Context: an optimization exercise on an open-source flow, tuned for small area and a short achievable clock period. The choices shown serve that exercise and are no tape-out recipe.
The RTL was checked by simulation tests, not by an equivalence proof against the original design.

==> flow/design.v <==
module scr_curve_thr (
    input             clk,
    input             rst,
    input             in_valid,
    input      [11:0] g,           
    input      [95:0] curve,       
    input      [55:0] thr,         
    input      [2:0]  nbnd,        
    input             off,         
    output reg        out_valid,
    output reg [11:0] v,
    output reg [2:0]  level
);
    wire [11:0] pa, pb, su;
    wire        dec, m0;
    scr_pick u_pick (.g(g), .curve(curve), .pa(pa), .pb(pb), .s(su), .dec(dec), .m0(m0));
    reg        s_valid;
    reg [11:0] s_pa, s_pb, s_s;
    reg        s_dec, s_m0;
    reg [55:0] s_thr;
    reg [2:0]  s_nbnd;
    reg        s_off;
    always @(posedge clk) begin
        if (rst) s_valid <= 1'b0;
        else     s_valid <= in_valid;
        s_pa   <= pa;
        s_pb   <= pb;
        s_s    <= su;
        s_dec  <= dec;
        s_m0   <= m0;
        s_thr  <= thr;
        s_nbnd <= nbnd;
        s_off  <= off;
    end
    reg  [11:0] w;
    integer i;
    always @(*)
        for (i = 0; i < 12; i = i + 1)
            w[i] = s_s[i] ^ (~s_dec & ((s_s & ((12'd1 << i) - 12'd1)) == ((12'd1 << i) - 12'd1)))
                 ^ s_m0;
    wire pp0_0 = ~(w[0] ? s_pb[0] : s_pa[0]);
    wire pp0_1 = ~(w[0] ? s_pb[1] : s_pa[1]);
    wire pp0_2 = ~(w[0] ? s_pb[2] : s_pa[2]);
    wire pp0_3 = ~(w[0] ? s_pb[3] : s_pa[3]);
    wire pp0_4 = ~(w[0] ? s_pb[4] : s_pa[4]);
    wire pp0_5 = ~(w[0] ? s_pb[5] : s_pa[5]);
    wire pp0_6 = ~(w[0] ? s_pb[6] : s_pa[6]);
    wire pp0_7 = ~(w[0] ? s_pb[7] : s_pa[7]);
    wire pp0_8 = ~(w[0] ? s_pb[8] : s_pa[8]);
    wire pp0_9 = ~(w[0] ? s_pb[9] : s_pa[9]);
    wire pp0_10 = ~(w[0] ? s_pb[10] : s_pa[10]);
    wire pp0_11 = ~(w[0] ? s_pb[11] : s_pa[11]);
    wire pp1_0 = ~(w[1] ? s_pb[0] : s_pa[0]);
    wire pp1_1 = ~(w[1] ? s_pb[1] : s_pa[1]);
    wire pp1_2 = ~(w[1] ? s_pb[2] : s_pa[2]);
    wire pp1_3 = ~(w[1] ? s_pb[3] : s_pa[3]);
    wire pp1_4 = ~(w[1] ? s_pb[4] : s_pa[4]);
    wire pp1_5 = ~(w[1] ? s_pb[5] : s_pa[5]);
    wire pp1_6 = ~(w[1] ? s_pb[6] : s_pa[6]);
    wire pp1_7 = ~(w[1] ? s_pb[7] : s_pa[7]);
    wire pp1_8 = ~(w[1] ? s_pb[8] : s_pa[8]);
    wire pp1_9 = ~(w[1] ? s_pb[9] : s_pa[9]);
    wire pp1_10 = ~(w[1] ? s_pb[10] : s_pa[10]);
    wire pp1_11 = ~(w[1] ? s_pb[11] : s_pa[11]);
    wire pp2_0 = ~(w[2] ? s_pb[0] : s_pa[0]);
    wire pp2_1 = ~(w[2] ? s_pb[1] : s_pa[1]);
    wire pp2_2 = ~(w[2] ? s_pb[2] : s_pa[2]);
    wire pp2_3 = ~(w[2] ? s_pb[3] : s_pa[3]);
    wire pp2_4 = ~(w[2] ? s_pb[4] : s_pa[4]);
    wire pp2_5 = ~(w[2] ? s_pb[5] : s_pa[5]);
    wire pp2_6 = ~(w[2] ? s_pb[6] : s_pa[6]);
    wire pp2_7 = ~(w[2] ? s_pb[7] : s_pa[7]);
    wire pp2_8 = ~(w[2] ? s_pb[8] : s_pa[8]);
    wire pp2_9 = ~(w[2] ? s_pb[9] : s_pa[9]);
    wire pp2_10 = ~(w[2] ? s_pb[10] : s_pa[10]);
    wire pp2_11 = ~(w[2] ? s_pb[11] : s_pa[11]);
    wire pp3_0 = ~(w[3] ? s_pb[0] : s_pa[0]);
    wire pp3_1 = ~(w[3] ? s_pb[1] : s_pa[1]);
    wire pp3_2 = ~(w[3] ? s_pb[2] : s_pa[2]);
    wire pp3_3 = ~(w[3] ? s_pb[3] : s_pa[3]);
    wire pp3_4 = ~(w[3] ? s_pb[4] : s_pa[4]);
    wire pp3_5 = ~(w[3] ? s_pb[5] : s_pa[5]);
    wire pp3_6 = ~(w[3] ? s_pb[6] : s_pa[6]);
    wire pp3_7 = ~(w[3] ? s_pb[7] : s_pa[7]);
    wire pp3_8 = ~(w[3] ? s_pb[8] : s_pa[8]);
    wire pp3_9 = ~(w[3] ? s_pb[9] : s_pa[9]);
    wire pp3_10 = ~(w[3] ? s_pb[10] : s_pa[10]);
    wire pp3_11 = ~(w[3] ? s_pb[11] : s_pa[11]);
    wire pp4_0 = ~(w[4] ? s_pb[0] : s_pa[0]);
    wire pp4_1 = ~(w[4] ? s_pb[1] : s_pa[1]);
    wire pp4_2 = ~(w[4] ? s_pb[2] : s_pa[2]);
    wire pp4_3 = ~(w[4] ? s_pb[3] : s_pa[3]);
    wire pp4_4 = ~(w[4] ? s_pb[4] : s_pa[4]);
    wire pp4_5 = ~(w[4] ? s_pb[5] : s_pa[5]);
    wire pp4_6 = ~(w[4] ? s_pb[6] : s_pa[6]);
    wire pp4_7 = ~(w[4] ? s_pb[7] : s_pa[7]);
    wire pp4_8 = ~(w[4] ? s_pb[8] : s_pa[8]);
    wire pp4_9 = ~(w[4] ? s_pb[9] : s_pa[9]);
    wire pp4_10 = ~(w[4] ? s_pb[10] : s_pa[10]);
    wire pp4_11 = ~(w[4] ? s_pb[11] : s_pa[11]);
    wire pp5_0 = ~(w[5] ? s_pb[0] : s_pa[0]);
    wire pp5_1 = ~(w[5] ? s_pb[1] : s_pa[1]);
    wire pp5_2 = ~(w[5] ? s_pb[2] : s_pa[2]);
    wire pp5_3 = ~(w[5] ? s_pb[3] : s_pa[3]);
    wire pp5_4 = ~(w[5] ? s_pb[4] : s_pa[4]);
    wire pp5_5 = ~(w[5] ? s_pb[5] : s_pa[5]);
    wire pp5_6 = ~(w[5] ? s_pb[6] : s_pa[6]);
    wire pp5_7 = ~(w[5] ? s_pb[7] : s_pa[7]);
    wire pp5_8 = ~(w[5] ? s_pb[8] : s_pa[8]);
    wire pp5_9 = ~(w[5] ? s_pb[9] : s_pa[9]);
    wire pp5_10 = ~(w[5] ? s_pb[10] : s_pa[10]);
    wire pp5_11 = ~(w[5] ? s_pb[11] : s_pa[11]);
    wire pp6_0 = ~(w[6] ? s_pb[0] : s_pa[0]);
    wire pp6_1 = ~(w[6] ? s_pb[1] : s_pa[1]);
    wire pp6_2 = ~(w[6] ? s_pb[2] : s_pa[2]);
    wire pp6_3 = ~(w[6] ? s_pb[3] : s_pa[3]);
    wire pp6_4 = ~(w[6] ? s_pb[4] : s_pa[4]);
    wire pp6_5 = ~(w[6] ? s_pb[5] : s_pa[5]);
    wire pp6_6 = ~(w[6] ? s_pb[6] : s_pa[6]);
    wire pp6_7 = ~(w[6] ? s_pb[7] : s_pa[7]);
    wire pp6_8 = ~(w[6] ? s_pb[8] : s_pa[8]);
    wire pp6_9 = ~(w[6] ? s_pb[9] : s_pa[9]);
    wire pp6_10 = ~(w[6] ? s_pb[10] : s_pa[10]);
    wire pp6_11 = ~(w[6] ? s_pb[11] : s_pa[11]);
    wire pp7_0 = ~(w[7] ? s_pb[0] : s_pa[0]);
    wire pp7_1 = ~(w[7] ? s_pb[1] : s_pa[1]);
    wire pp7_2 = ~(w[7] ? s_pb[2] : s_pa[2]);
    wire pp7_3 = ~(w[7] ? s_pb[3] : s_pa[3]);
    wire pp7_4 = ~(w[7] ? s_pb[4] : s_pa[4]);
    wire pp7_5 = ~(w[7] ? s_pb[5] : s_pa[5]);
    wire pp7_6 = ~(w[7] ? s_pb[6] : s_pa[6]);
    wire pp7_7 = ~(w[7] ? s_pb[7] : s_pa[7]);
    wire pp7_8 = ~(w[7] ? s_pb[8] : s_pa[8]);
    wire pp7_9 = ~(w[7] ? s_pb[9] : s_pa[9]);
    wire pp7_10 = ~(w[7] ? s_pb[10] : s_pa[10]);
    wire pp7_11 = ~(w[7] ? s_pb[11] : s_pa[11]);
    wire pp8_0 = ~(w[8] ? s_pb[0] : s_pa[0]);
    wire pp8_1 = ~(w[8] ? s_pb[1] : s_pa[1]);
    wire pp8_2 = ~(w[8] ? s_pb[2] : s_pa[2]);
    wire pp8_3 = ~(w[8] ? s_pb[3] : s_pa[3]);
    wire pp8_4 = ~(w[8] ? s_pb[4] : s_pa[4]);
    wire pp8_5 = ~(w[8] ? s_pb[5] : s_pa[5]);
    wire pp8_6 = ~(w[8] ? s_pb[6] : s_pa[6]);
    wire pp8_7 = ~(w[8] ? s_pb[7] : s_pa[7]);
    wire pp8_8 = ~(w[8] ? s_pb[8] : s_pa[8]);
    wire pp8_9 = ~(w[8] ? s_pb[9] : s_pa[9]);
    wire pp8_10 = ~(w[8] ? s_pb[10] : s_pa[10]);
    wire pp8_11 = ~(w[8] ? s_pb[11] : s_pa[11]);
    wire pp9_0 = ~(w[9] ? s_pb[0] : s_pa[0]);
    wire pp9_1 = ~(w[9] ? s_pb[1] : s_pa[1]);
    wire pp9_2 = ~(w[9] ? s_pb[2] : s_pa[2]);
    wire pp9_3 = ~(w[9] ? s_pb[3] : s_pa[3]);
    wire pp9_4 = ~(w[9] ? s_pb[4] : s_pa[4]);
    wire pp9_5 = ~(w[9] ? s_pb[5] : s_pa[5]);
    wire pp9_6 = ~(w[9] ? s_pb[6] : s_pa[6]);
    wire pp9_7 = ~(w[9] ? s_pb[7] : s_pa[7]);
    wire pp9_8 = ~(w[9] ? s_pb[8] : s_pa[8]);
    wire pp9_9 = ~(w[9] ? s_pb[9] : s_pa[9]);
    wire pp9_10 = ~(w[9] ? s_pb[10] : s_pa[10]);
    wire pp9_11 = ~(w[9] ? s_pb[11] : s_pa[11]);
    wire pp10_0 = ~(w[10] ? s_pb[0] : s_pa[0]);
    wire pp10_1 = ~(w[10] ? s_pb[1] : s_pa[1]);
    wire pp10_2 = ~(w[10] ? s_pb[2] : s_pa[2]);
    wire pp10_3 = ~(w[10] ? s_pb[3] : s_pa[3]);
    wire pp10_4 = ~(w[10] ? s_pb[4] : s_pa[4]);
    wire pp10_5 = ~(w[10] ? s_pb[5] : s_pa[5]);
    wire pp10_6 = ~(w[10] ? s_pb[6] : s_pa[6]);
    wire pp10_7 = ~(w[10] ? s_pb[7] : s_pa[7]);
    wire pp10_8 = ~(w[10] ? s_pb[8] : s_pa[8]);
    wire pp10_9 = ~(w[10] ? s_pb[9] : s_pa[9]);
    wire pp10_10 = ~(w[10] ? s_pb[10] : s_pa[10]);
    wire pp10_11 = ~(w[10] ? s_pb[11] : s_pa[11]);
    wire pp11_0 = ~(w[11] ? s_pb[0] : s_pa[0]);
    wire pp11_1 = ~(w[11] ? s_pb[1] : s_pa[1]);
    wire pp11_2 = ~(w[11] ? s_pb[2] : s_pa[2]);
    wire pp11_3 = ~(w[11] ? s_pb[3] : s_pa[3]);
    wire pp11_4 = ~(w[11] ? s_pb[4] : s_pa[4]);
    wire pp11_5 = ~(w[11] ? s_pb[5] : s_pa[5]);
    wire pp11_6 = ~(w[11] ? s_pb[6] : s_pa[6]);
    wire pp11_7 = ~(w[11] ? s_pb[7] : s_pa[7]);
    wire pp11_8 = ~(w[11] ? s_pb[8] : s_pa[8]);
    wire pp11_9 = ~(w[11] ? s_pb[9] : s_pa[9]);
    wire pp11_10 = ~(w[11] ? s_pb[10] : s_pa[10]);
    wire pp11_11 = ~(w[11] ? s_pb[11] : s_pa[11]);
    wire s1, c2;
    scr_ha ha3 (.a(pp0_2), .b(pp1_1), .s(s1), .co(c2));
    wire s4, c5;
    scr_ha ha6 (.a(pp0_3), .b(pp1_2), .s(s4), .co(c5));
    wire s7, c8;
    scr_fa fa9 (.a(pp2_1), .b(pp3_0), .c(c2), .s(s7), .co(c8));
    wire s10, c11;
    scr_ha ha12 (.a(pp0_4), .b(pp1_3), .s(s10), .co(c11));
    wire s13, c14;
    scr_fa fa15 (.a(pp2_2), .b(pp3_1), .c(pp4_0), .s(s13), .co(c14));
    wire s16, c17;
    scr_fa fa18 (.a(c5), .b(s10), .c(s13), .s(s16), .co(c17));
    wire s19, c20;
    scr_ha ha21 (.a(pp0_5), .b(pp1_4), .s(s19), .co(c20));
    wire s22, c23;
    scr_fa fa24 (.a(pp2_3), .b(pp3_2), .c(pp4_1), .s(s22), .co(c23));
    wire s25, c26;
    scr_fa fa27 (.a(pp5_0), .b(c11), .c(c14), .s(s25), .co(c26));
    wire s28, c29;
    scr_fa fa30 (.a(s19), .b(s22), .c(c17), .s(s28), .co(c29));
    wire s31, c32;
    scr_ha ha33 (.a(pp0_6), .b(pp1_5), .s(s31), .co(c32));
    wire s34, c35;
    scr_fa fa36 (.a(pp2_4), .b(pp3_3), .c(pp4_2), .s(s34), .co(c35));
    wire s37, c38;
    scr_fa fa39 (.a(pp5_1), .b(pp6_0), .c(c20), .s(s37), .co(c38));
    wire s40, c41;
    scr_fa fa42 (.a(c23), .b(s31), .c(s34), .s(s40), .co(c41));
    wire s43, c44;
    scr_fa fa45 (.a(c26), .b(s37), .c(s40), .s(s43), .co(c44));
    wire s46, c47;
    scr_ha ha48 (.a(pp0_7), .b(pp1_6), .s(s46), .co(c47));
    wire s49, c50;
    scr_fa fa51 (.a(pp2_5), .b(pp3_4), .c(pp4_3), .s(s49), .co(c50));
    wire s52, c53;
    scr_fa fa54 (.a(pp5_2), .b(pp6_1), .c(pp7_0), .s(s52), .co(c53));
    wire s55, c56;
    scr_fa fa57 (.a(c32), .b(c35), .c(s46), .s(s55), .co(c56));
    wire s58, c59;
    scr_fa fa60 (.a(s49), .b(s52), .c(c38), .s(s58), .co(c59));
    wire s61, c62;
    scr_fa fa63 (.a(c41), .b(s55), .c(s58), .s(s61), .co(c62));
    wire s64, c65;
    scr_ha ha66 (.a(pp0_8), .b(pp1_7), .s(s64), .co(c65));
    wire s67, c68;
    scr_fa fa69 (.a(pp2_6), .b(pp3_5), .c(pp4_4), .s(s67), .co(c68));
    wire s70, c71;
    scr_fa fa72 (.a(pp5_3), .b(pp6_2), .c(pp7_1), .s(s70), .co(c71));
    wire s73, c74;
    scr_fa fa75 (.a(pp8_0), .b(c47), .c(c50), .s(s73), .co(c74));
    wire s76, c77;
    scr_fa fa78 (.a(c53), .b(s64), .c(s67), .s(s76), .co(c77));
    wire s79, c80;
    scr_fa fa81 (.a(s70), .b(c56), .c(s73), .s(s79), .co(c80));
    wire s82, c83;
    scr_fa fa84 (.a(s76), .b(c59), .c(s79), .s(s82), .co(c83));
    wire s85, c86;
    scr_ha ha87 (.a(pp0_9), .b(pp1_8), .s(s85), .co(c86));
    wire s88, c89;
    scr_fa fa90 (.a(pp2_7), .b(pp3_6), .c(pp4_5), .s(s88), .co(c89));
    wire s91, c92;
    scr_fa fa93 (.a(pp5_4), .b(pp6_3), .c(pp7_2), .s(s91), .co(c92));
    wire s94, c95;
    scr_fa fa96 (.a(pp8_1), .b(pp9_0), .c(c65), .s(s94), .co(c95));
    wire s97, c98;
    scr_fa fa99 (.a(c68), .b(c71), .c(s85), .s(s97), .co(c98));
    wire s100, c101;
    scr_fa fa102 (.a(s88), .b(s91), .c(c74), .s(s100), .co(c101));
    wire s103, c104;
    scr_fa fa105 (.a(c77), .b(s94), .c(s97), .s(s103), .co(c104));
    wire s106, c107;
    scr_fa fa108 (.a(s100), .b(c80), .c(s103), .s(s106), .co(c107));
    wire s109, c110;
    scr_ha ha111 (.a(pp0_10), .b(pp10_0), .s(s109), .co(c110));
    wire s112, c113;
    scr_fa fa114 (.a(pp1_9), .b(pp2_8), .c(pp3_7), .s(s112), .co(c113));
    wire s115, c116;
    scr_fa fa117 (.a(pp4_6), .b(pp5_5), .c(pp6_4), .s(s115), .co(c116));
    wire s118, c119;
    scr_fa fa120 (.a(pp7_3), .b(pp8_2), .c(pp9_1), .s(s118), .co(c119));
    wire s121, c122;
    scr_fa fa123 (.a(c86), .b(c89), .c(c92), .s(s121), .co(c122));
    wire s124, c125;
    scr_fa fa126 (.a(s109), .b(s112), .c(s115), .s(s124), .co(c125));
    wire s127, c128;
    scr_fa fa129 (.a(s118), .b(c95), .c(c98), .s(s127), .co(c128));
    wire s130, c131;
    scr_fa fa132 (.a(s121), .b(s124), .c(c101), .s(s130), .co(c131));
    wire s133, c134;
    scr_fa fa135 (.a(s127), .b(c104), .c(s130), .s(s133), .co(c134));
    wire s136, c137;
    scr_fa fa138 (.a(pp0_11), .b(pp10_1), .c(pp11_0), .s(s136), .co(c137));
    wire s139, c140;
    scr_fa fa141 (.a(pp1_10), .b(pp2_9), .c(pp3_8), .s(s139), .co(c140));
    wire s142, c143;
    scr_fa fa144 (.a(pp4_7), .b(pp5_6), .c(pp6_5), .s(s142), .co(c143));
    wire s145, c146;
    scr_fa fa147 (.a(pp7_4), .b(pp8_3), .c(pp9_2), .s(s145), .co(c146));
    wire s148, c149;
    scr_fa fa150 (.a(c110), .b(c113), .c(c116), .s(s148), .co(c149));
    wire s151, c152;
    scr_fa fa153 (.a(c119), .b(s136), .c(s139), .s(s151), .co(c152));
    wire s154, c155;
    scr_fa fa156 (.a(s142), .b(s145), .c(c122), .s(s154), .co(c155));
    wire s157, c158;
    scr_fa fa159 (.a(c125), .b(s148), .c(s151), .s(s157), .co(c158));
    wire s160, c161;
    scr_fa fa162 (.a(s154), .b(c128), .c(s157), .s(s160), .co(c161));
    wire s163, c164;
    scr_fa fa165 (.a(c131), .b(s160), .c(c134), .s(s163), .co(c164));
    wire s166, c167;
    scr_fa fa168 (.a(pp10_2), .b(pp11_1), .c(pp1_11), .s(s166), .co(c167));
    wire s169, c170;
    scr_fa fa171 (.a(pp2_10), .b(pp3_9), .c(pp4_8), .s(s169), .co(c170));
    wire s172, c173;
    scr_fa fa174 (.a(pp5_7), .b(pp6_6), .c(pp7_5), .s(s172), .co(c173));
    wire s175, c176;
    scr_fa fa177 (.a(pp8_4), .b(pp9_3), .c(c137), .s(s175), .co(c176));
    wire s178, c179;
    scr_fa fa180 (.a(c140), .b(c143), .c(c146), .s(s178), .co(c179));
    wire s181, c182;
    scr_fa fa183 (.a(s166), .b(s169), .c(s172), .s(s181), .co(c182));
    wire s184, c185;
    scr_fa fa186 (.a(c149), .b(c152), .c(s175), .s(s184), .co(c185));
    wire s187, c188;
    scr_fa fa189 (.a(s178), .b(s181), .c(c155), .s(s187), .co(c188));
    wire s190, c191;
    scr_fa fa192 (.a(s184), .b(c158), .c(s187), .s(s190), .co(c191));
    wire s193, c194;
    scr_fa fa195 (.a(c161), .b(s190), .c(c164), .s(s193), .co(c194));
    wire s196, c197;
    scr_fa fa198 (.a(pp10_3), .b(pp11_2), .c(pp2_11), .s(s196), .co(c197));
    wire s199, c200;
    scr_fa fa201 (.a(pp3_10), .b(pp4_9), .c(pp5_8), .s(s199), .co(c200));
    wire s202, c203;
    scr_fa fa204 (.a(pp6_7), .b(pp7_6), .c(pp8_5), .s(s202), .co(c203));
    wire s205, c206;
    scr_fa fa207 (.a(pp9_4), .b(c167), .c(c170), .s(s205), .co(c206));
    wire s208, c209;
    scr_fa fa210 (.a(c173), .b(s196), .c(s199), .s(s208), .co(c209));
    wire s211, c212;
    scr_fa fa213 (.a(s202), .b(c176), .c(c179), .s(s211), .co(c212));
    wire s214, c215;
    scr_fa fa216 (.a(c182), .b(s205), .c(s208), .s(s214), .co(c215));
    wire s217, c218;
    scr_fa fa219 (.a(s211), .b(c185), .c(s214), .s(s217), .co(c218));
    wire s220, c221;
    scr_fa fa222 (.a(c188), .b(s217), .c(c191), .s(s220), .co(c221));
    wire s223, c224;
    scr_fa fa225 (.a(pp10_4), .b(pp11_3), .c(pp3_11), .s(s223), .co(c224));
    wire s226, c227;
    scr_fa fa228 (.a(pp4_10), .b(pp5_9), .c(pp6_8), .s(s226), .co(c227));
    wire s229, c230;
    scr_fa fa231 (.a(pp7_7), .b(pp8_6), .c(pp9_5), .s(s229), .co(c230));
    wire s232, c233;
    scr_fa fa234 (.a(c197), .b(c200), .c(c203), .s(s232), .co(c233));
    wire s235, c236;
    scr_fa fa237 (.a(s223), .b(s226), .c(s229), .s(s235), .co(c236));
    wire s238, c239;
    scr_fa fa240 (.a(c206), .b(c209), .c(s232), .s(s238), .co(c239));
    wire s241, c242;
    scr_fa fa243 (.a(s235), .b(c212), .c(s238), .s(s241), .co(c242));
    wire s244, c245;
    scr_fa fa246 (.a(c215), .b(c218), .c(s241), .s(s244), .co(c245));
    wire s247, c248;
    scr_fa fa249 (.a(pp10_5), .b(pp11_4), .c(pp4_11), .s(s247), .co(c248));
    wire s250, c251;
    scr_fa fa252 (.a(pp5_10), .b(pp6_9), .c(pp7_8), .s(s250), .co(c251));
    wire s253, c254;
    scr_fa fa255 (.a(pp8_7), .b(pp9_6), .c(c224), .s(s253), .co(c254));
    wire s256, c257;
    scr_fa fa258 (.a(c227), .b(c230), .c(s247), .s(s256), .co(c257));
    wire s259, c260;
    scr_fa fa261 (.a(s250), .b(c233), .c(c236), .s(s259), .co(c260));
    wire s262, c263;
    scr_fa fa264 (.a(s253), .b(s256), .c(c239), .s(s262), .co(c263));
    wire s265, c266;
    scr_fa fa267 (.a(s259), .b(c242), .c(s262), .s(s265), .co(c266));
    wire s268, c269;
    scr_fa fa270 (.a(pp10_6), .b(pp11_5), .c(pp5_11), .s(s268), .co(c269));
    wire s271, c272;
    scr_fa fa273 (.a(pp6_10), .b(pp7_9), .c(pp8_8), .s(s271), .co(c272));
    wire s274, c275;
    scr_fa fa276 (.a(pp9_7), .b(c248), .c(c251), .s(s274), .co(c275));
    wire s277, c278;
    scr_fa fa279 (.a(s268), .b(s271), .c(c254), .s(s277), .co(c278));
    wire s280, c281;
    scr_fa fa282 (.a(c257), .b(s274), .c(s277), .s(s280), .co(c281));
    wire s283, c284;
    scr_fa fa285 (.a(c260), .b(c263), .c(s280), .s(s283), .co(c284));
    wire s286, c287;
    scr_fa fa288 (.a(pp10_7), .b(pp11_6), .c(pp6_11), .s(s286), .co(c287));
    wire s289, c290;
    scr_fa fa291 (.a(pp7_10), .b(pp8_9), .c(pp9_8), .s(s289), .co(c290));
    wire s292, c293;
    scr_fa fa294 (.a(c269), .b(c272), .c(s286), .s(s292), .co(c293));
    wire s295, c296;
    scr_fa fa297 (.a(s289), .b(c275), .c(s292), .s(s295), .co(c296));
    wire s298, c299;
    scr_fa fa300 (.a(c278), .b(s295), .c(c281), .s(s298), .co(c299));
    wire s301, c302;
    scr_fa fa303 (.a(pp10_8), .b(pp11_7), .c(pp7_11), .s(s301), .co(c302));
    wire s304, c305;
    scr_fa fa306 (.a(pp8_10), .b(pp9_9), .c(c287), .s(s304), .co(c305));
    wire s307, c308;
    scr_fa fa309 (.a(c290), .b(s301), .c(c293), .s(s307), .co(c308));
    wire s310, c311;
    scr_fa fa312 (.a(s304), .b(s307), .c(c296), .s(s310), .co(c311));
    wire s313, c314;
    scr_fa fa315 (.a(pp10_9), .b(pp11_8), .c(pp8_11), .s(s313), .co(c314));
    wire s316, c317;
    scr_fa fa318 (.a(pp9_10), .b(c302), .c(s313), .s(s316), .co(c317));
    wire s319, c320;
    scr_fa fa321 (.a(c305), .b(s316), .c(c308), .s(s319), .co(c320));
    wire s322, c323;
    scr_fa fa324 (.a(pp10_10), .b(pp11_9), .c(pp9_11), .s(s322), .co(c323));
    wire s325, c326;
    scr_fa fa327 (.a(c314), .b(s322), .c(c317), .s(s325), .co(c326));
    wire s328, c329;
    scr_fa fa330 (.a(pp10_11), .b(pp11_10), .c(c323), .s(s328), .co(c329));
    wire [23:0] q, qn;
    assign q = ~qn;
    wire s331 = ~pp0_0;
    wire c332 = pp0_0;
    assign qn[0] = s331;
    wire s333, c334;
    scr_fa fa335 (.a(pp0_1), .b(pp1_0), .c(c332), .s(s333), .co(c334));
    assign qn[1] = s333;
    wire s336, c337;
    scr_fa fa338 (.a(pp2_0), .b(s1), .c(c334), .s(s336), .co(c337));
    assign qn[2] = s336;
    wire s339, c340;
    scr_fa fa341 (.a(s4), .b(s7), .c(c337), .s(s339), .co(c340));
    assign qn[3] = s339;
    wire s342, c343;
    scr_fa fa344 (.a(c8), .b(s16), .c(c340), .s(s342), .co(c343));
    assign qn[4] = s342;
    wire s345, c346;
    scr_fa fa347 (.a(s25), .b(s28), .c(c343), .s(s345), .co(c346));
    assign qn[5] = s345;
    wire s348, c349;
    scr_fa fa350 (.a(c29), .b(s43), .c(c346), .s(s348), .co(c349));
    assign qn[6] = s348;
    wire s351, c352;
    scr_fa fa353 (.a(c44), .b(s61), .c(c349), .s(s351), .co(c352));
    assign qn[7] = s351;
    wire s354, c355;
    scr_fa fa356 (.a(c62), .b(s82), .c(c352), .s(s354), .co(c355));
    assign qn[8] = s354;
    wire s357, c358;
    scr_fa fa359 (.a(c83), .b(s106), .c(c355), .s(s357), .co(c358));
    assign qn[9] = s357;
    wire s360, c361;
    scr_fa fa362 (.a(c107), .b(s133), .c(c358), .s(s360), .co(c361));
    assign qn[10] = s360;
    wire s363 = ~(s163 ^ c361);
    wire c364 = s163 | c361;
    assign qn[11] = s363;
    wire s365 = ~(s193 ^ c364);
    wire c366 = s193 | c364;
    assign qn[12] = s365;
    wire s367, c368;
    scr_fa fa369 (.a(s220), .b(c194), .c(c366), .s(s367), .co(c368));
    assign qn[13] = s367;
    wire s370, c371;
    scr_fa fa372 (.a(s244), .b(c221), .c(c368), .s(s370), .co(c371));
    assign qn[14] = s370;
    wire s373, c374;
    scr_fa fa375 (.a(c245), .b(s265), .c(c371), .s(s373), .co(c374));
    assign qn[15] = s373;
    wire [23:0] qs0, qs1;
    wire s376 = ~(c266 ^ s283);
    wire c377 = c266 | s283;
    assign qs0[16] = s376;
    wire s378, c379;
    scr_fa fa380 (.a(c284), .b(s298), .c(c377), .s(s378), .co(c379));
    assign qs0[17] = s378;
    wire s381, c382;
    scr_fa fa383 (.a(s310), .b(c299), .c(c379), .s(s381), .co(c382));
    assign qs0[18] = s381;
    wire s384, c385;
    scr_fa fa386 (.a(c311), .b(s319), .c(c382), .s(s384), .co(c385));
    assign qs0[19] = s384;
    wire s387, c388;
    scr_fa fa389 (.a(s325), .b(c320), .c(c385), .s(s387), .co(c388));
    assign qs0[20] = s387;
    wire s390, c391;
    scr_fa fa392 (.a(s328), .b(c326), .c(c388), .s(s390), .co(c391));
    assign qs0[21] = s390;
    wire s393, c394;
    scr_fa fa395 (.a(pp11_11), .b(c329), .c(c391), .s(s393), .co(c394));
    assign qs0[22] = s393;
    assign qs0[23] = c394;
    wire s396, c397;
    scr_ha ha398 (.a(c266), .b(s283), .s(s396), .co(c397));
    assign qs1[16] = s396;
    wire s399, c400;
    scr_fa fa401 (.a(c284), .b(s298), .c(c397), .s(s399), .co(c400));
    assign qs1[17] = s399;
    wire s402, c403;
    scr_fa fa404 (.a(s310), .b(c299), .c(c400), .s(s402), .co(c403));
    assign qs1[18] = s402;
    wire s405, c406;
    scr_fa fa407 (.a(c311), .b(s319), .c(c403), .s(s405), .co(c406));
    assign qs1[19] = s405;
    wire s408, c409;
    scr_fa fa410 (.a(s325), .b(c320), .c(c406), .s(s408), .co(c409));
    assign qs1[20] = s408;
    wire s411, c412;
    scr_fa fa413 (.a(s328), .b(c326), .c(c409), .s(s411), .co(c412));
    assign qs1[21] = s411;
    wire s414, c415;
    scr_fa fa416 (.a(pp11_11), .b(c329), .c(c412), .s(s414), .co(c415));
    assign qs1[22] = s414;
    assign qs1[23] = c415;
    assign qn[16] = c374 ? qs0[16] : qs1[16];
    assign qn[17] = c374 ? qs0[17] : qs1[17];
    assign qn[18] = c374 ? qs0[18] : qs1[18];
    assign qn[19] = c374 ? qs0[19] : qs1[19];
    assign qn[20] = c374 ? qs0[20] : qs1[20];
    assign qn[21] = c374 ? qs0[21] : qs1[21];
    assign qn[22] = c374 ? qs0[22] : qs1[22];
    assign qn[23] = c374 ? qs0[23] : qs1[23];
    wire [11:0] qa = q[23:12];
    wire [11:0] qb = q[11:0];
    reg  [11:0] v_c;
    reg         k;
    always @(*) begin
        k = 1'b0;
        for (i = 0; i < 12; i = i + 1)
            k = (qa[i] & qb[i]) | (qa[i] & k) | (qb[i] & k);
        for (i = 0; i < 12; i = i + 1)
            v_c[i] = qa[i] ^ (k & ((qa & ((12'd1 << i) - 12'd1)) == ((12'd1 << i) - 12'd1)));
    end
    reg  [6:0] hit;
    reg  [8:0] tb;
    reg        gt;
    integer b, j;
    always @(*) begin
        for (b = 0; b < 7; b = b + 1) begin
            tb = {s_thr[8 * b +: 8], 1'b0};
            gt = 1'b0;
            for (j = 0; j < 9; j = j + 1)
                gt = (v_c[3 + j] & ~tb[j]) | ((v_c[3 + j] | ~tb[j]) & gt);
            hit[b] = gt & (b + 1 <= s_nbnd) & ~s_off;
        end
    end
    wire h1s = hit[0] ^ hit[1] ^ hit[2];
    wire h1c = (hit[0] & hit[1]) | (hit[0] & hit[2]) | (hit[1] & hit[2]);
    wire h2s = hit[3] ^ hit[4] ^ hit[5];
    wire h2c = (hit[3] & hit[4]) | (hit[3] & hit[5]) | (hit[4] & hit[5]);
    wire h3s = h1s ^ h2s ^ hit[6];
    wire h3c = (h1s & h2s) | (h1s & hit[6]) | (h2s & hit[6]);
    wire h4s = h1c ^ h2c ^ h3c;
    wire h4c = (h1c & h2c) | (h1c & h3c) | (h2c & h3c);
    wire [2:0] cnt = {h4c, h4s, h3s};
    always @(posedge clk) begin
        if (rst) out_valid <= 1'b0;
        else     out_valid <= s_valid;
        v     <= v_c;
        level <= cnt;
    end
endmodule
module scr_pick (
    input      [11:0] g,
    input      [95:0] curve,
    output     [11:0] pa,
    output     [11:0] pb,
    output     [11:0] s,
    output            dec,
    output            m0
);
    wire [2:0]  g3 = g[11:9];
    wire        lt;
    scr_lt u_lt (.g(g), .lt(lt));
    integer i;
    assign      dec = lt | (&g);                   
    wire [3:0]  hh = 4'b0001 << g[11:10];          
    wire        pa1 = g[9] & ~(g[11] & g[10]);     
    wire [3:0]  hd = {hh[2:0], 1'b0};              
    wire [3:0]  hu = {1'b0, hh[3:1]};              
    wire [3:0]  ea = lt ? hh : (pa1 ? hd : hh);
    wire [3:0]  ob = lt ? (g[9] ? hh : hu) : hh;
    scr_sel4 u_sela (.sel(ea), .p0(curve[11:0]),  .p1(curve[35:24]), .p2(curve[59:48]), .p3(curve[83:72]), .y(pa));
    scr_sel4 u_selb (.sel(ob), .p0(curve[23:12]), .p1(curve[47:36]), .p2(curve[71:60]), .p3(curve[95:84]), .y(pb));
    scr_rot u_rot (.g(g), .s(s));
    assign m0 = g[9] ^ dec;
endmodule
module scr_lt (
    input      [11:0] g,
    output            lt
);
    wire [2:0]  g3 = g[11:9];
    reg  [2:0]  b0, b1;
    reg         x0, x1;
    integer k, i;
    always @(*) begin
        for (k = 0; k < 3; k = k + 1) begin
            x0 = 1'b0;
            x1 = 1'b1;
            for (i = 0; i < 3; i = i + 1) begin
                x0 = (~g[3 * k + i] & g3[i]) | ((~g[3 * k + i] | g3[i]) & x0);
                x1 = (~g[3 * k + i] & g3[i]) | ((~g[3 * k + i] | g3[i]) & x1);
            end
            b0[k] = x0;
            b1[k] = x1;
        end
    end
    wire        l1 = b0[0] ? b1[1] : b0[1];
    assign      lt = l1 ? b1[2] : b0[2];
endmodule
module scr_sel4 (
    input      [3:0]  sel,
    input      [11:0] p0,
    input      [11:0] p1,
    input      [11:0] p2,
    input      [11:0] p3,
    output     [11:0] y
);
    assign y = ({12{sel[0]}} & p0) | ({12{sel[1]}} & p1)
             | ({12{sel[2]}} & p2) | ({12{sel[3]}} & p3);
endmodule
module scr_rot (
    input      [11:0] g,
    output     [11:0] s
);
    assign s = {g[8:0], g[11:9]} + ~g;
endmodule
module scr_fa (input a, input b, input c, output s, output co);
    assign s  = a ^ b ^ c;
    assign co = (a & b) | (a & c) | (b & c);
endmodule
module scr_ha (input a, input b, output s, output co);
    assign s  = a ^ b;
    assign co = a & b;
endmodule
==> flow/flow/run.sh <==
#!/bin/bash
# The standard layout (standard.sh), with each port buffered by a
# sky130_fd_sc_hd__buf_1 instead of the cell buffer_ports picks by default.
# make's full output goes to standard.log; ORFS writes each step's log under
# orfs/logs/.
set -euo pipefail
export BUFFER_PORTS_ARGS="-buffer_cell sky130_fd_sc_hd__buf_1"
bash standard.sh > standard.log 2>&1
==> flow/standard.sh <==
#!/bin/bash
# synth_recipe.tcl (not shown) runs the flow's synth.tcl, then flattens the netlist and writes it again
# the make line also repeats each setting of config.mk as NAME=value (left out here)
make -C /OpenROAD-flow-scripts/flow DESIGN_CONFIG=/design/flow/config.mk WORK_HOME=/design/flow/orfs CLKGATE_MAP_FILE= SYNTH_SCRIPT=/design/flow/synth_recipe.tcl "${@:-finish}"
==> flow/config.mk <==
export PLATFORM = sky130hd
export DESIGN_NAME = scr_curve_thr
export DESIGN_NICKNAME = scr_curve_thr
export VERILOG_FILES = /design/flow/design.v
export SDC_FILE = /design/flow/constraint.sdc
export NUM_CORES = 4
export LEC_CHECK = 0
export ABC_CLOCK_PERIOD_IN_PS = 40000
export CAP_MARGIN = 20
export CORE_MARGIN = 2
export CORE_UTILIZATION = 60
export CTS_BUF_LIST = sky130_fd_sc_hd__clkbuf_8
export GPL_TIMING_DRIVEN = 0
export PLACE_DENSITY = 0.75
export SLEW_MARGIN = 20
export SYNTH_HIERARCHICAL = 1
export SYNTH_MINIMUM_KEEP_SIZE = 0
==> flow/constraint.sdc <==
create_clock -name core_clock -period 70.0 [get_ports {clk}]
set_input_delay 14.0000 -clock core_clock [delete_from_list [all_inputs] [get_ports {clk}]]
set_output_delay 14.0000 -clock core_clock [all_outputs]
set_load 0.01 [all_outputs]
==> impl_results.md, run 1 <==
- Status: finished clean
- Chip width: 133.0 um
- Clock-pin slew on the worst setup and hold paths: 0.07 ns
- Syn nets: 1,272
- Core ar.: 0.01641 sq mm
- Final net count: 1,477
- Final clock period utilization by the worst path: 22.83%
- Max_cap viols: 0
- Total track usage: 29.67%
- Seq/Total Area, Yosys: 23.07%
- Startpoint class of the critical path: input port
- Vias in the first global route: 8,328
- Fin crit period: 15.98 ns
- Fin Setup TNS: 0 ns
- Area leader, netlist: fa_1
- Top FF cell, synth: dfxtp_1
- Worst Hold Depth: 1
- Commonest non-fill, non-tap cell in the layout: buf_1
- Routed Antenna Nets: 0
- Crit path capture type: flip-flop
- Top post-synthesis cells by area: fa_1 26%, dfxtp_1 23%, mux2i_1 15%, a22oi_1 3.8%, ha_1 3.3%
- Cell row count: 47
- Post-synth EDFFs: 0
- Layout cell share with drive strength beyond 1: 6.110%
- Vias per std cell: 5.802
- CTS Hold Buffers Added: 0
- First-pass GRT wire length: 40.94 mm
- Total number of yosys warnings: 8
- Post-synthesis async set-or-reset flop share: 0%
- Arr. time, crit path: 16.31 ns
- TritonCTS buffer count: 17
- Clock tree root driver cell: clkbuf_8
- Area Overhead vs Synth: 14.08%
- Antenna Cells: 0
- Detailed Routing Iterations Pass 1: 5
- Total number of vias: 8,019
- Total wire length: 25.15 mm
- Initial antenna violation count: 0
- Placer Congestion: 0.9441
- Critical path peak fanout: 13
- Post-synth cell types: 72
- Synth top area share: 26.28%
- Reg2Reg Setup Slack: 56.70 ns
- Min-Delay Path Class: flip-flop to flip-flop
- Fillcell total: 1,278
- Die Ht: 133.0 um
- Initial core utilization: 60.83%
- Setup Skew: 0.01222 ns
- Post-Syn Instances: 944
- Syn avg cell area: 10.57 sq um
- Postcts setup bufs: 0
- Number of gates resized after CTS: 0
- Largest net degree at the start of global routing: 17
- Ports: 187
- Wire per inst: 18.20 um
- Reg2Reg Depth: 39
- FF+latch count, synth: 115
- Number of max-slew violations in the final report: 0
- CTS tree: done
- Die area: 0.01768 sq mm
- H-tree depth: 4
- FF-to-FF End: level[1]
- Worst-Margin Slew: 0.9322 ns
- Critical path class: input port to flip-flop
- RSZ-0062 raised after global routing: no
- Clock latency (worst-skew pair): 0.46 ns
- Clock tree sinks: 115
- DR DRC count: 0
- PortBufs: 186
- GRT overflow: 0
- Commonest non-fill, non-tap cells in the layout: 187 x buf_1, 150 x mux2i_1, 131 x fa_1
- CTS max path bufs: 2
- Worst Setup EP: s_pb[2]
- R2R Path Start: s_m0
- Initial DRC Count: 609
- Headroom to the max-slew limit: 36.07%
- Hold Fails Final Rpt: 0
- CP startpoint: g[11]
- Post-detail-place hpwl: 20.07 mm
- Achievable Freq: 62.57 MHz
- Worst endpoint required time: 70.33 ns
- Final core occ: 69.40%
- Cell area after synthesis: 0.009981 sq mm
- Setup Viol. Count Final: 0
==> modules after synthesis (local to each module, per instance) <==
module | flip-flops and latches | cells | times used
scr_curve_thr | 115 | 615 | 1
scr_rot | 0 | 66 | 1
scr_fa | 0 | 1 | 126
scr_lt | 0 | 23 | 1
scr_ha | 0 | 1 | 10
scr_pick | 0 | 24 | 1
scr_sel4 | 0 | 40 | 2
==> sequential cells by signal, summed over array words and instances, names as in the netlist <==
register and flops:
s_thr 56, s_pa 12, s_pb 12, s_s 12
v 12, level 3, s_nbnd 3, out_valid 1
s_dec 1, s_m0 1, s_off 1, s_valid 1
==> worst max-delay path, cell delays in order <==
cell      delay, ns
buf_1          0.40
nand2b_1       0.18
maj3_1         0.17
o221ai_2       0.08
a32oi_1        0.52
nand2b_2       0.18
xnor2_1        0.21
nor2_1         0.11
buf_6          0.19
a22oi_1        0.16
nand2_1        0.10
==> through the flow <==
| stage | area [sq um] | setup WS, ns | instances | hold slack, ns |
|---|---|---|---|---|
| after floorplan | 9981 | 54.33 | 944 | 0.4138 |
| after global placement | 10950 | 53.56 | 1350 | 0.4278 |
| after detailed placement | 10950 | 53.57 | 1350 | 0.4386 |
| after CTS | 11390 | 54.06 | 1382 | 0.4553 |
| after global routing | 11390 | 53.76 | 1382 | 0.4717 |
| final | 11390 | 54.02 | 1382 | 0.4501 |
==> synth_stat cells (3+ instances only) <==
master     count
nand2b_1       7
a22o_1         3
ha_1          26
nand2_1       57
xnor2_1       32
o2111ai_1      5
a211oi_1       9
or2_2          3
or3_1          5
a31oi_1        6
a21oi_1       27
o32ai_1        3
a21o_1         6
a32oi_1        3
mux2i_1      150
o21ai_0       14
o21bai_1       3
inv_1         40
xor2_1        14
o22ai_1        4
maj3_2         5
fa_1         131
and2_1         4
buf_6          6
dfxtp_1      115
nor2b_1        5
o31ai_1        3
o211ai_1       4
o21ai_1       10
and3_1         5
nand4_1        6
buf_4          6
nor2_1        45
nor3_1        14
o311a_1        3
a22oi_1       51
mux2_2         4
maj3_1        13
nand3_1       12
clkbuf_1      46
==> kinds of logic after synthesis <==
| kind of cell | after synthesis | synth area share, % |
|---|---|---|
| DFF | 115 | 23.07 |
| adders and majority gates | 175 | 31.40 |
| xor gates and xnor gates | 46 | 4.037 |
| and+or+nand+nor | 172 | 8.199 |
| AOI/OAI and AO/OA | 177 | 12.86 |
| buffers and inverters | 102 | 4.525 |
| muxes | 157 | 15.91 |
==> worst min-delay path by stage <==
| stage | start | to | slack, ns |
|---|---|---|---|
| after floorplan | s_valid | out_valid | 0.41 |
| after global placement | s_valid | out_valid | 0.43 |
| after detailed placement | s_valid | out_valid | 0.44 |
| after CTS | s_valid | out_valid | 0.46 |
| after global routing | s_valid | out_valid | 0.47 |
| final | s_valid | out_valid | 0.45 |
==> routing by layer <==
layer	track usage (%)	vias to the layer above	share of wire, %
met3	7.739	51	8.3
met1	38.32	3872	42
met5	1.667	-	0
li1	-	3760	-
met2	48.93	336	48
met4	9.259	0	2.3
==> layout make-up <==
cell class / instances / area (sq um) / area share [%]
timing repair buffer: 186 / 698.2 / 6.132
clock inverter: 13 / 170.2 / 1.495
clock buffer: 19 / 261.5 / 2.297
inverter: 42 / 157.7 / 1.385
tap: 220 / 275.3 / 2.418
buffer: 60 / 294.0 / 2.582
sequential: 115 / 2302 / 20.22
multi-input combinational: 727 / 7227 / 63.47
==> run 2, diff against run 1 <==
--- a/flow/config.mk
+++ b/flow/config.mk
@@ -8,10 +8,10 @@
 export ABC_CLOCK_PERIOD_IN_PS = 40000
 export CAP_MARGIN = 20
 export CORE_MARGIN = 2
-export CORE_UTILIZATION = 60
+export CORE_UTILIZATION = 40
 export CTS_BUF_LIST = sky130_fd_sc_hd__clkbuf_8
 export GPL_TIMING_DRIVEN = 0
-export PLACE_DENSITY = 0.75
+export PLACE_DENSITY = 0.6
 export SLEW_MARGIN = 20
 export SYNTH_HIERARCHICAL = 1
 export SYNTH_MINIMUM_KEEP_SIZE = 0
==> run 2 against run 1 <==
  * Synthesized cell count unchanged
  * Final cell count up 7.5%
  * Clock skew up 0.0072 ns
  * Maximum frequency down 0.58%
  * Wire length up 6.0%
  * Global-route usage down 8.9 points
  * Cell area up 0.57%
  * Setup slack worse by 0.093 ns
  * Highest routed layer unchanged
==> impl_results.md, run 2 <==
- Critical path class: input port to flip-flop
- FF-to-FF End: level[1]
- CP Depth: 11
- FF+latch count, synth: 115
- Syn nets: 1,272
- Total number of yosys warnings: 8
- Critical path peak fanout: 13
- Post-synth cell types: 72
- Layout cell share with drive strength beyond 1: 6.110%
- Final net count: 1,477
- Achievable Freq: 62.20 MHz
- Clock latency (worst-skew pair): 0.46 ns
- Post-Syn Instances: 944
- Synth top area share: 26.28%
- Fillcell total: 2,374
- Headroom to the max-slew limit: 36.11%
- Total wire length: 26.66 mm
- Reg2Reg Depth: 38
- Die Ht: 162.0 um
- Top FF cell, synth: dfxtp_1
- Post-synthesis async set-or-reset flop share: 0%
- Arr. time, crit path: 16.41 ns
- Post-synth EDFFs: 0
- Area Overhead vs Synth: 14.73%
- First-pass GRT wire length: 42.68 mm
- Fin Setup TNS: 0 ns
- Crit path cell chain: buf_1 -> nand2b_1 -> maj3_1 -> o221ai_2 -> a32oi_1 -> nand2b_2 -> xnor2_1 -> nor2_1 -> buf_6 -> a22oi_1 -> nand2_1
- Core ar.: 0.02439 sq mm
- Multi-input logic area: 0.007227 sq mm
- TritonCTS buffer count: 17
- Number of max-slew violations in the final report: 0
- Max_cap viols: 0
- Total number of vias: 7,761
- Synth Area in XOR/XNOR: 4.037%
- H-tree depth: 4
- Postcts setup bufs: 0
- Placer Congestion: 0.8784
- Crit path capture type: flip-flop
- Status: finished clean
- Largest net degree at the start of global routing: 17
- PortBufs: 186
- Syn avg cell area: 10.57 sq um
- Commonest non-fill, non-tap cell in the layout: buf_1
- Critical path buffers and inverters: 2
- Critical-path top delay cell: a32oi_1
- Cell area after synthesis: 0.009981 sq mm
- Initial DRC Count: 453
- Post-synthesis mux area share: 15.91%
- Worst Min Path Start: s_valid
- Final WS setup: 53.92 ns
- Reg with most FFs: s_thr
- Setup Viol. Count Final: 0
- Number of gates resized after CTS: 0
- Worst-Margin Slew: 0.9583 ns
- Commonest non-fill, non-tap cells in the layout: 187 x buf_1, 150 x mux2i_1, 131 x fa_1
- R2R Path Start: s_m0
- Min-Delay Path Class: flip-flop to flip-flop
- Synth Area in Adders: 31.40%
- Simple-Gate Fraction of Synth Area: 8.199%
- DR DRC count: 0
- CTS tree: done
- Final core occ: 46.95%
- Fin crit period: 16.08 ns
- Top post-synthesis cells by count: 150 x mux2i_1, 131 x fa_1, 115 x dfxtp_1
- Worst Hold Depth: 1
- Hold EP: out_valid
- Vias in the first global route: 8,148
- Hold Fails Final Rpt: 0
- CTS max path bufs: 2
- Vias per std cell: 5.223
- Area leader, netlist: fa_1
- GRT overflow: 0
- Wire per inst: 17.94 um
- Pre-CTS setup slack: 53.47 ns
- Antenna Cells: 0
- Post-detail-place hpwl: 21.49 mm
- Startpoint class of the critical path: input port
- Initial core utilization: 40.92%
- Worst path top cell family by delay: compound AO/OA/AOI/OAI gates
- Initial antenna violation count: 0
- Clock tree root driver cell: clkbuf_8
- Largest family of logic cells by synthesized area: adder cells
- Total track usage: 20.81%
- Ports: 187
- Compound-gate portion of the synthesized area: 12.86%
- RSZ-0062 raised after global routing: no
- Clock-pin slew on the worst setup and hold paths: 0.08 ns
- Setup Skew: 0.01938 ns
- Chip width: 162.0 um
- Final clock period utilization by the worst path: 22.97%
- Reg2Reg Setup Slack: 56.88 ns
- CTS Hold Buffers Added: 0
- Max FFs per register: 56
- Clock tree sinks: 115
- Detailed Routing Iterations Pass 1: 5
- CP peak stage delay: 0.53 ns
- Top post-synthesis cells by area: fa_1 26%, dfxtp_1 23%, mux2i_1 15%, a22oi_1 3.8%, ha_1 3.3%
- Cell row count: 57
- Worst endpoint required time: 70.33 ns
- Routed Antenna Nets: 0
- Seq/Total Area, Yosys: 23.07%
- Die area: 0.02623 sq mm
- Most frequent cell after synthesis: mux2i_1
- FF+latch area: 0.002302 sq mm
==> run 2: cell counts after synthesis <==
Identical to the previous run, type by type.
==> run 2: cell type report <==
class,count,area share (%)
Tap cell,324,3.540
Sequential cell,115,20.10
Clock inverter,15,1.158
Timing Repair Buffer,186,6.097
Multi-Input combinational cell,727,63.11
Buffer,60,2.568
Inverter,42,1.377
Clock buffer,17,2.043
==> run 2: cell families after synthesis <==
kind of cell | Yosys count
AO/OA/AOI/OAI | 177
adder cells (fa/ha/maj) | 175
AND/OR/NAND/NOR | 172
multiplexers | 157
flip-flops | 115
buffers and inverters | 102
XOR/XNOR | 46
==> run 2: metal layers <==
layer	track usage, %	vias up	part of all wire, %
met5	0	-	0
met4	5.712	0	1.8
met3	4.392	19	4.9
met2	34.16	227	47
met1	27.96	3763	46
li1	-	3752	-
==> run 2: worst max path at each step <==
stage / startpoint / end / slack, ns
2_1_floorplan: g[0] / s_s[10] / 54.33
3_3_place_gp: g[11] / s_pb[9] / 53.52
3_5_place_dp: g[11] / s_pa[1] / 53.47
4_1_cts: g[11] / s_pb[9] / 53.98
5_1_grt: g[11] / s_pb[0] / 53.72
6_report: g[11] / s_pb[9] / 53.92
==> run 2: Yosys stat by module (local to each module, per instance) <==
module | cells inside | flip-flops and latches
scr_lt | 23 | 0
scr_ha | 1 | 0
scr_fa | 1 | 0
scr_pick | 24 | 0
scr_curve_thr | 615 | 115
scr_rot | 66 | 0
scr_sel4 | 40 | 0
==> run 2: per-stage QoR <==
stage	area [sq um]	hold slack [ns]	std cells
2_1_floorplan	9981	0.4138	944
3_3_place_gp	11080	0.4693	1454
3_5_place_dp	11080	0.4672	1454
4_1_cts	11450	0.4652	1486
5_1_grt	11450	0.4715	1486
6_report	11450	0.4575	1486
==> run 3, diff against run 2 <==
==> flow/flow/run.sh (replaced) <==
#!/bin/bash
# The standard layout (standard.sh), with each port buffered by a
# sky130_fd_sc_hd__buf_1 instead of the cell buffer_ports picks by default,
# except the ports g[*], whose buffers become buf_4 after global placement
# (flow/portbuf.tcl); they feed the segment logic.
# make's full output goes to standard.log; ORFS writes each step's log under
# orfs/logs/.
set -euo pipefail
export BUFFER_PORTS_ARGS="-buffer_cell sky130_fd_sc_hd__buf_1"
export POST_GLOBAL_PLACE_TCL="$PWD/flow/portbuf.tcl"
bash standard.sh > standard.log 2>&1
==> flow/flow/portbuf.tcl (new file) <==
# Sourced after global placement (POST_GLOBAL_PLACE_TCL): the buffers of the
# gathered-value ports g[*], which feed the segment logic, become buf_4.
set block [ord::get_db_block]
foreach bterm [$block getBTerms] {
  if {![string match {g\[*} [$bterm getName]]} { continue }
  foreach iterm [[$bterm getNet] getITerms] {
    set inst [$iterm getInst]
    set master [[$inst getMaster] getName]
    if {[string match "sky130_fd_sc_hd__buf_*" $master]} {
      puts "port buffer [$inst getName]: $master -> sky130_fd_sc_hd__buf_4"
      replace_cell [get_cells [$inst getName]] sky130_fd_sc_hd__buf_4
    }
  }
}
==> run 3 against run 2 <==
  * Utilization rose by 0.41 points
  * Critical path depth fell by 1
  * Highest routed layer unchanged
  * Still clean
  * Clock skew rose by 0.0019 ns
  * Global-route usage rose by 0.091 points
  * Synthesized cell count did not move
  * Flip-flop and latch count did not move
==> impl_results.md, run 3 <==
- Worst-Margin Slew: 0.9191 ns
- RSZ-0062 raised after global routing: no
- Cell row count: 57
- Arr. time, crit path: 16.12 ns
- Routed Antenna Nets: 0
- Ports: 187
- M1 GR Usage: 27.73%
- Fillcell total: 2,376
- Clock-pin slew on the worst setup and hold paths: 0.09 ns
- Startpoint class of the critical path: input port
- Most frequent cell after synthesis: mux2i_1
- Die area: 0.02623 sq mm
- Fin crit period: 15.74 ns
- First-pass GRT wire length: 42.94 mm
- Post-synth cell types: 72
- Post-Syn Instances: 944
- FF+latch count, synth: 115
- Detailed Routing Iterations Pass 1: 5
- Min-Delay Path Class: flip-flop to flip-flop
- Crit path capture type: flip-flop
- Max FFs per register: 56
- Total wire length: 26.76 mm
- Met3 GRT Util: 4.239%
- Commonest non-fill, non-tap cell in the layout: buf_1
- Number of max-slew violations in the final report: 0
- Total number of yosys warnings: 8
- Clock latency (worst-skew pair): 0.45 ns
- Top post-synthesis cells by count: 150 x mux2i_1, 131 x fa_1, 115 x dfxtp_1
- Number of gates resized after CTS: 0
- CTS max path bufs: 2
- DR DRC count: 0
- Vias per std cell: 5.260
- Chip width: 162.0 um
- Area leader, netlist: fa_1
- Max_cap viols: 0
- Commonest non-fill, non-tap cells in the layout: 175 x buf_1, 150 x mux2i_1, 131 x fa_1
- Layout cell share with drive strength beyond 1: 7.057%
- Grt met2 use: 34.06%
- PortBufs: 186
- GRT overflow: 0
- Setup Viol. Count Final: 0
- Post-synth EDFFs: 0
- Initial antenna violation count: 0
- Die Ht: 162.0 um
- Top FF cell, synth: dfxtp_1
- Core ar.: 0.02439 sq mm
- Synth top area share: 26.28%
- Hold Fails Final Rpt: 0
- Status: finished clean
- Achievable Freq: 63.54 MHz
- Setup Skew: 0.02131 ns
- TritonCTS buffer count: 17
- Syn nets: 1,272
- Final clock period utilization by the worst path: 22.48%
- Total number of vias: 7,816
- CTS tree: done
- Fin Setup TNS: 0 ns
- Reg2Reg Depth: 38
- Total track usage: 20.91%
- Wire per inst: 18.01 um
- Vias in the first global route: 8,179
- Area Overhead vs Synth: 15.72%
- Critical path peak fanout: 11
- Final net count: 1,477
- Antenna Cells: 0
- CTS Hold Buffers Added: 0
- Syn avg cell area: 10.57 sq um
- Clock tree sinks: 115
- Reg with most FFs: s_thr
- Largest net degree at the start of global routing: 17
- Initial core utilization: 40.92%
- Top post-synthesis cells by area: fa_1 26%, dfxtp_1 23%, mux2i_1 15%, a22oi_1 3.8%, ha_1 3.3%
- Post-detail-place hpwl: 21.56 mm
- Critical path class: input port to flip-flop
- Postcts setup bufs: 0
- Initial DRC Count: 398
- Headroom to the max-slew limit: 38.73%
- Seq/Total Area, Yosys: 23.07%
- Post-synthesis async set-or-reset flop share: 0%
- Worst endpoint required time: 70.38 ns
- Final core occ: 47.35%
- Busiest grt layer: met2
- Worst Hold Depth: 1
- Clock tree root driver cell: clkbuf_8
- Cell area after synthesis: 0.009981 sq mm
- H-tree depth: 4
## run 3: cell counts after synthesis
No cell type changed its count.
## run 3: worst max-delay path: stages
cell and delay [ns]:
buf_4 0.15, nor2b_4 0.15, maj3_2 0.20, o221ai_2 0.08, a32oi_1 0.51, nand2b_1 0.22
mux2i_1 0.37, buf_6 0.21, a22oi_1 0.09, nand2_1 0.14
## run 3: final cells by class
class	instances	area (sq um)	area share (%)
Multi-Input combinational cell	727	7227	62.57
Sequential cell	115	2302	19.93
Timing Repair Buffer	186	743.2	6.435
Tap cell	324	405.4	3.510
Buffer	60	294.0	2.546
Clock buffer	19	261.5	2.264
Clock inverter	13	158.9	1.376
Inverter	42	157.7	1.365
## run 3: cell families after synthesis
logic type      synth area share [%]
buf+inv                        4.525
xor+xnor                       4.037
fa+ha+maj                      31.40
simple gates                   8.199
flops                          23.07
compound gates                 12.86
mux                            15.91
## run 3: metrics by stage
stage                     instance area [sq um]  setup WS (ns)  instances  hold WS, ns
final                                     11550          54.26       1486       0.4678
after global placement                    11080          53.52       1454       0.4693
after global routing                      11550          54.10       1486       0.4773
after floorplan                            9981          54.33        944       0.4138
after detailed placement                  11130          53.80       1454       0.4672
after CTS                                 11550          54.28       1486       0.4751
## run 3: final timing paths
check,startpoint,endpoint,slack [ns]
setup / recovery,g[9],s_pa[1],54.26
setup reg to reg,s_m0,level[1],56.87
hold / removal,s_valid,out_valid,0.47
hold reg to reg,s_valid,out_valid,0.47
## run 3: Yosys stat by module (local to each module, per instance)
module         copies in the design  cells
scr_sel4                          2     40
scr_lt                            1     23
scr_rot                           1     66
scr_fa                          126      1
scr_pick                          1     24
scr_ha                           10      1
scr_curve_thr                     1    615
## run 3: metal layers
layer | part of all wire (%) | up-vias
li1 | - | 3753
met1 | 45 | 3771
met2 | 47 | 255
met3 | 5.3 | 37
met4 | 2.4 | 0
met5 | 0 | -
==> run 4, diff against run 3 <==
==> flow/flow/run.sh (replaced) <==
#!/bin/bash
# The standard layout (standard.sh), with each port buffered by a
# sky130_fd_sc_hd__buf_1 instead of the cell buffer_ports picks by default,
# except the ports g[*], whose buffers become buf_4 after global placement;
# the same step (flow/upsize.tcl) gives the weakest gates on the slowest input
# paths the next drive strength up.
# make's full output goes to standard.log; ORFS writes each step's log under
# orfs/logs/.
set -euo pipefail
export BUFFER_PORTS_ARGS="-buffer_cell sky130_fd_sc_hd__buf_1"
export POST_GLOBAL_PLACE_TCL="$PWD/flow/upsize.tcl"
bash standard.sh > standard.log 2>&1
==> flow/flow/upsize.tcl (new file) <==
# Sourced after global placement (POST_GLOBAL_PLACE_TCL). The buffers of the
# ports g[*], which feed the segment logic, become buf_4; then the weakest
# gates (drive 0 or 1, three or more loads) on the ten slowest paths from the
# inputs to the registers get the next drive strength up. Every port keeps its
# buffer; the netlist's function does not change.
set block [ord::get_db_block]
foreach bterm [$block getBTerms] {
  if {![string match {g\[*} [$bterm getName]]} { continue }
  foreach iterm [[$bterm getNet] getITerms] {
    set inst [$iterm getInst]
    set master [[$inst getMaster] getName]
    if {[string match "sky130_fd_sc_hd__buf_*" $master]} {
      puts "port buffer [$inst getName]: $master -> sky130_fd_sc_hd__buf_4"
      replace_cell [get_cells [$inst getName]] sky130_fd_sc_hd__buf_4
    }
  }
}

proc next_size {master} {
  if {![regexp {^(sky130_fd_sc_hd__[a-z0-9]+)_([0-9]+)$} $master -> base n]} { return "" }
  if {[string match "*dfxtp*" $base] || [string match "*clkbuf*" $base]} { return "" }
  set best ""
  foreach lc [get_lib_cells ${base}_*] {
    set nm [get_name $lc]
    if {[regexp "^${base}_(\[0-9\]+)\$" $nm -> m] && $m > $n && $m <= 4} {
      if {$best eq "" || $m < $bestn} { set best $nm; set bestn $m }
    }
  }
  return $best
}

set ins [delete_from_list [all_inputs] [get_ports clk]]
set done {}
foreach {npaths minload} {10 3} {
  estimate_parasitics -placement
  foreach pe [find_timing_paths -from $ins -to [all_registers -data_pins] -group_path_count $npaths -endpoint_path_count 1 -sort_by_slack] {
    foreach pin [[$pe path] pins] {
      if {[get_property $pin direction] ne "output"} { continue }
      set inst [get_cells -of_objects $pin]
      set iname [get_full_name $inst]
      if {[string match "input*" $iname] || [lsearch $done $iname] >= 0} { continue }
      set master [get_property [get_lib_cells -of_objects $inst] name]
      if {![regexp {_[01]$} $master]} { continue }
      set net [get_nets -of_objects $pin]
      if {[llength [get_pins -of_objects $net -filter "direction==input"]] < $minload} { continue }
      set up [next_size $master]
      if {$up ne ""} {
        puts "upsize $iname: $master -> $up"
        replace_cell $inst $up
        lappend done $iname
      }
    }
  }
}
estimate_parasitics -placement
removed: flow/flow/portbuf.tcl
==> run 4 against run 3 <==
  * Area after synthesis is the same
  * Critical path depth is 1 higher
  * Setup slack improved by 0.10 ns
  * Utilization is 0.24 points higher
  * Maximum frequency increased by 0.65%
  * First-iteration DRC count grew 6.3%
  * Clock skew is 0.0013 ns lower
==> impl_results.md, run 4 <==
- Post-detail-place hpwl: 21.54 mm
- Number of max-slew violations in the final report: 0
- Synth Area in XOR/XNOR: 4.037%
- Total number of yosys warnings: 8
- TritonCTS buffer count: 17
- Total wire length: 26.80 mm
- Synth top area share: 26.28%
- Achievable Freq: 63.96 MHz
- Initial DRC Count: 423
- Vias per std cell: 5.286
- Hold Fails Final Rpt: 0
- DR DRC count: 0
- Seq/Total Area, Yosys: 23.07%
- Most frequent cell after synthesis: mux2i_1
- Syn avg cell area: 10.57 sq um
- Critical path buffers and inverters: 2
- GRT overflow: 0
- Critical path class: input port to flip-flop
- Max_cap viols: 0
- Wire per inst: 18.04 um
- Total number of vias: 7,855
- Vias in the first global route: 8,212
- Final core occ: 47.59%
- Cell row count: 57
- Final clock period utilization by the worst path: 22.34%
- Max FFs per register: 56
- CP startpoint: g[9]
- Commonest non-fill, non-tap cell in the layout: buf_1
- First-pass GRT wire length: 43.09 mm
- CP Depth: 11
- Critical-path top delay cell: a32oi_2
- Core ar.: 0.02439 sq mm
- Worst-Margin Slew: 0.9336 ns
- Ports: 187
- FF+latch count, synth: 115
- FF+latch area: 0.002302 sq mm
- Crit path cell chain: buf_4 -> nor2b_4 -> maj3_2 -> o221ai_2 -> a32oi_2 -> nand2b_2 -> xnor2_1 -> nor2_2 -> buf_6 -> a22oi_1 -> nand2_1
- Fin Setup TNS: 0 ns
- Reg2Reg Setup Slack: 56.92 ns
- Setup Skew: 0.02003 ns
- Simple-Gate Fraction of Synth Area: 8.199%
- Reg with most FFs: s_thr
- Post-synth EDFFs: 0
- Clock-pin slew on the worst setup and hold paths: 0.07 ns
- Chip width: 162.0 um
- Worst endpoint required time: 70.31 ns
- Postcts setup bufs: 0
- Post-synthesis async set-or-reset flop share: 0%
- Worst Setup EP: s_pb[0]
- Reg2Reg Depth: 38
- CP peak stage delay: 0.37 ns
- Fillcell total: 2,378
- Startpoint class of the critical path: input port
- Largest family of logic cells by synthesized area: adder cells
- Final net count: 1,477
- Post-synth cell types: 72
- Min-Delay Path Class: flip-flop to flip-flop
- Syn nets: 1,272
- Antenna Cells: 0
- Area leader, netlist: fa_1
- Arr. time, crit path: 15.95 ns
- Die area: 0.02623 sq mm
- CTS tree: done
- CTS max path bufs: 2
- Fin crit period: 15.64 ns
- Multi-input logic area: 0.007243 sq mm
- Headroom to the max-slew limit: 37.76%
- Total track usage: 20.97%
- Post-synthesis mux area share: 15.91%
- Top post-synthesis cells by count: 150 x mux2i_1, 131 x fa_1, 115 x dfxtp_1
- Top post-synthesis cells by area: fa_1 26%, dfxtp_1 23%, mux2i_1 15%, a22oi_1 3.8%, ha_1 3.3%
- Cell area after synthesis: 0.009981 sq mm
- Initial antenna violation count: 0
- Routed Antenna Nets: 0
- CTS Hold Buffers Added: 0
- Layout cell share with drive strength beyond 1: 7.487%
- Post-Syn Instances: 944
- Compound-gate portion of the synthesized area: 12.86%
- Worst path top cell family by delay: compound AO/OA/AOI/OAI gates
- Area Overhead vs Synth: 16.31%
- Clock latency (worst-skew pair): 0.45 ns
- PortBufs: 186
- Status: finished clean
- Initial core utilization: 40.92%
- Detailed Routing Iterations Pass 1: 5
- Setup Viol. Count Final: 0
- Die Ht: 162.0 um
- Synth Area in Adders: 31.40%
- FF-to-FF End: level[1]
- H-tree depth: 4
- R2R Path Start: s_m0
- Clock tree root driver cell: clkbuf_8
- Number of gates resized after CTS: 0
- Crit path capture type: flip-flop
[run 4: cell counts after synthesis]
No cell type changed its count.
[run 4: cells by family (layout without fill, tap and decap cells)]
logic type | after synthesis | after routing
buffers and inverters | 102 | 320
muxes | 157 | 157
AOI/OAI and AO/OA | 177 | 177
DFF | 115 | 115
and+or+nand+nor | 172 | 172
xor gates and xnor gates | 46 | 46
adders and majority gates | 175 | 175
[run 4: area by class of cell]
cell class,instances,share of cell area [%]
clock buffers,21,2.490
repair buffers,186,6.402
well taps,324,3.492
inverters,42,1.358
flip-flops and latches,115,19.83
multi-input cells,727,62.40
plain buffers,60,2.533
clock inverters,11,1.498
[run 4: per-stage QoR]
stage                     std cells  hold WS (ns)  worst slack [ns]  area (sq um)
after floorplan                 944        0.4138             54.33          9981
after global placement         1454        0.4693             53.52         11080
after detailed placement       1454        0.4673             53.97         11150
after CTS                      1486        0.4677             54.45         11610
after global routing           1486        0.4743             54.25         11610
final                          1486        0.4577             54.36         11610
[run 4: worst min path at each step]
| stage | startpoint | end | cells after the start |
|---|---|---|---|
| 2_1_floorplan | s_valid | out_valid | 1 |
| 3_3_place_gp | s_valid | out_valid | 1 |
| 3_5_place_dp | s_valid | out_valid | 1 |
| 4_1_cts | s_valid | out_valid | 1 |
| 5_1_grt | s_valid | out_valid | 1 |
| 6_report | s_valid | out_valid | 1 |
[run 4: Yosys stat by module, one instance, submodules excluded]
module,cells,flip-flops and latches,copies in the design,cell area [sq um]
scr_curve_thr,615,115,1,6006
scr_fa,1,0,126,20.02
scr_ha,1,0,10,12.51
scr_lt,23,0,1,158.9
scr_pick,24,0,1,158.9
scr_rot,66,0,1,476.7
scr_sel4,40,0,2,266.5
[run 4: per-layer routing]
layer / track usage [%] / part of all wire, % / vias to the layer above
li1: - / - / 3759
met1: 27.89 / 44 / 3820
met2: 34.22 / 47 / 245
met5: 0 / 0 / -
met4: 7.080 / 2.4 / 0
met3: 4.265 / 5.8 / 31

## port drivers added, routing unchanged
In the flow no input, the clock included, has a driving cell. The finished layouts below were timed again as built, in two steps. Step 1: set_driving_cell puts a clkbuf_16 on clk and a buf_2 on each other input, an assumption about the parent block. Step 2 also shifts input and output timing later by t, the mid clock arrival at the registers, as if the neighbouring blocks saw the same clock. a / b / c = ideal ports / drivers / drivers and shift; a / b = the first two.
| run | t (ns) | slack for setup (ns) | worst slew at a driven data input, ns |
|---|---|---|---|
| run 1 | 0.487 | 54.017 / 54.033 / 53.545 | 0.05 |
| run 2 | 0.494 | 53.923 / 53.945 / 53.451 | 0.09 |
| run 3 | 0.485 | 54.263 / 54.284 / 53.799 | 0.09 |
| run 4 | 0.488 | 54.364 / 54.388 / 53.900 | 0.08 |
After both steps setup and hold are still met in every run listed.
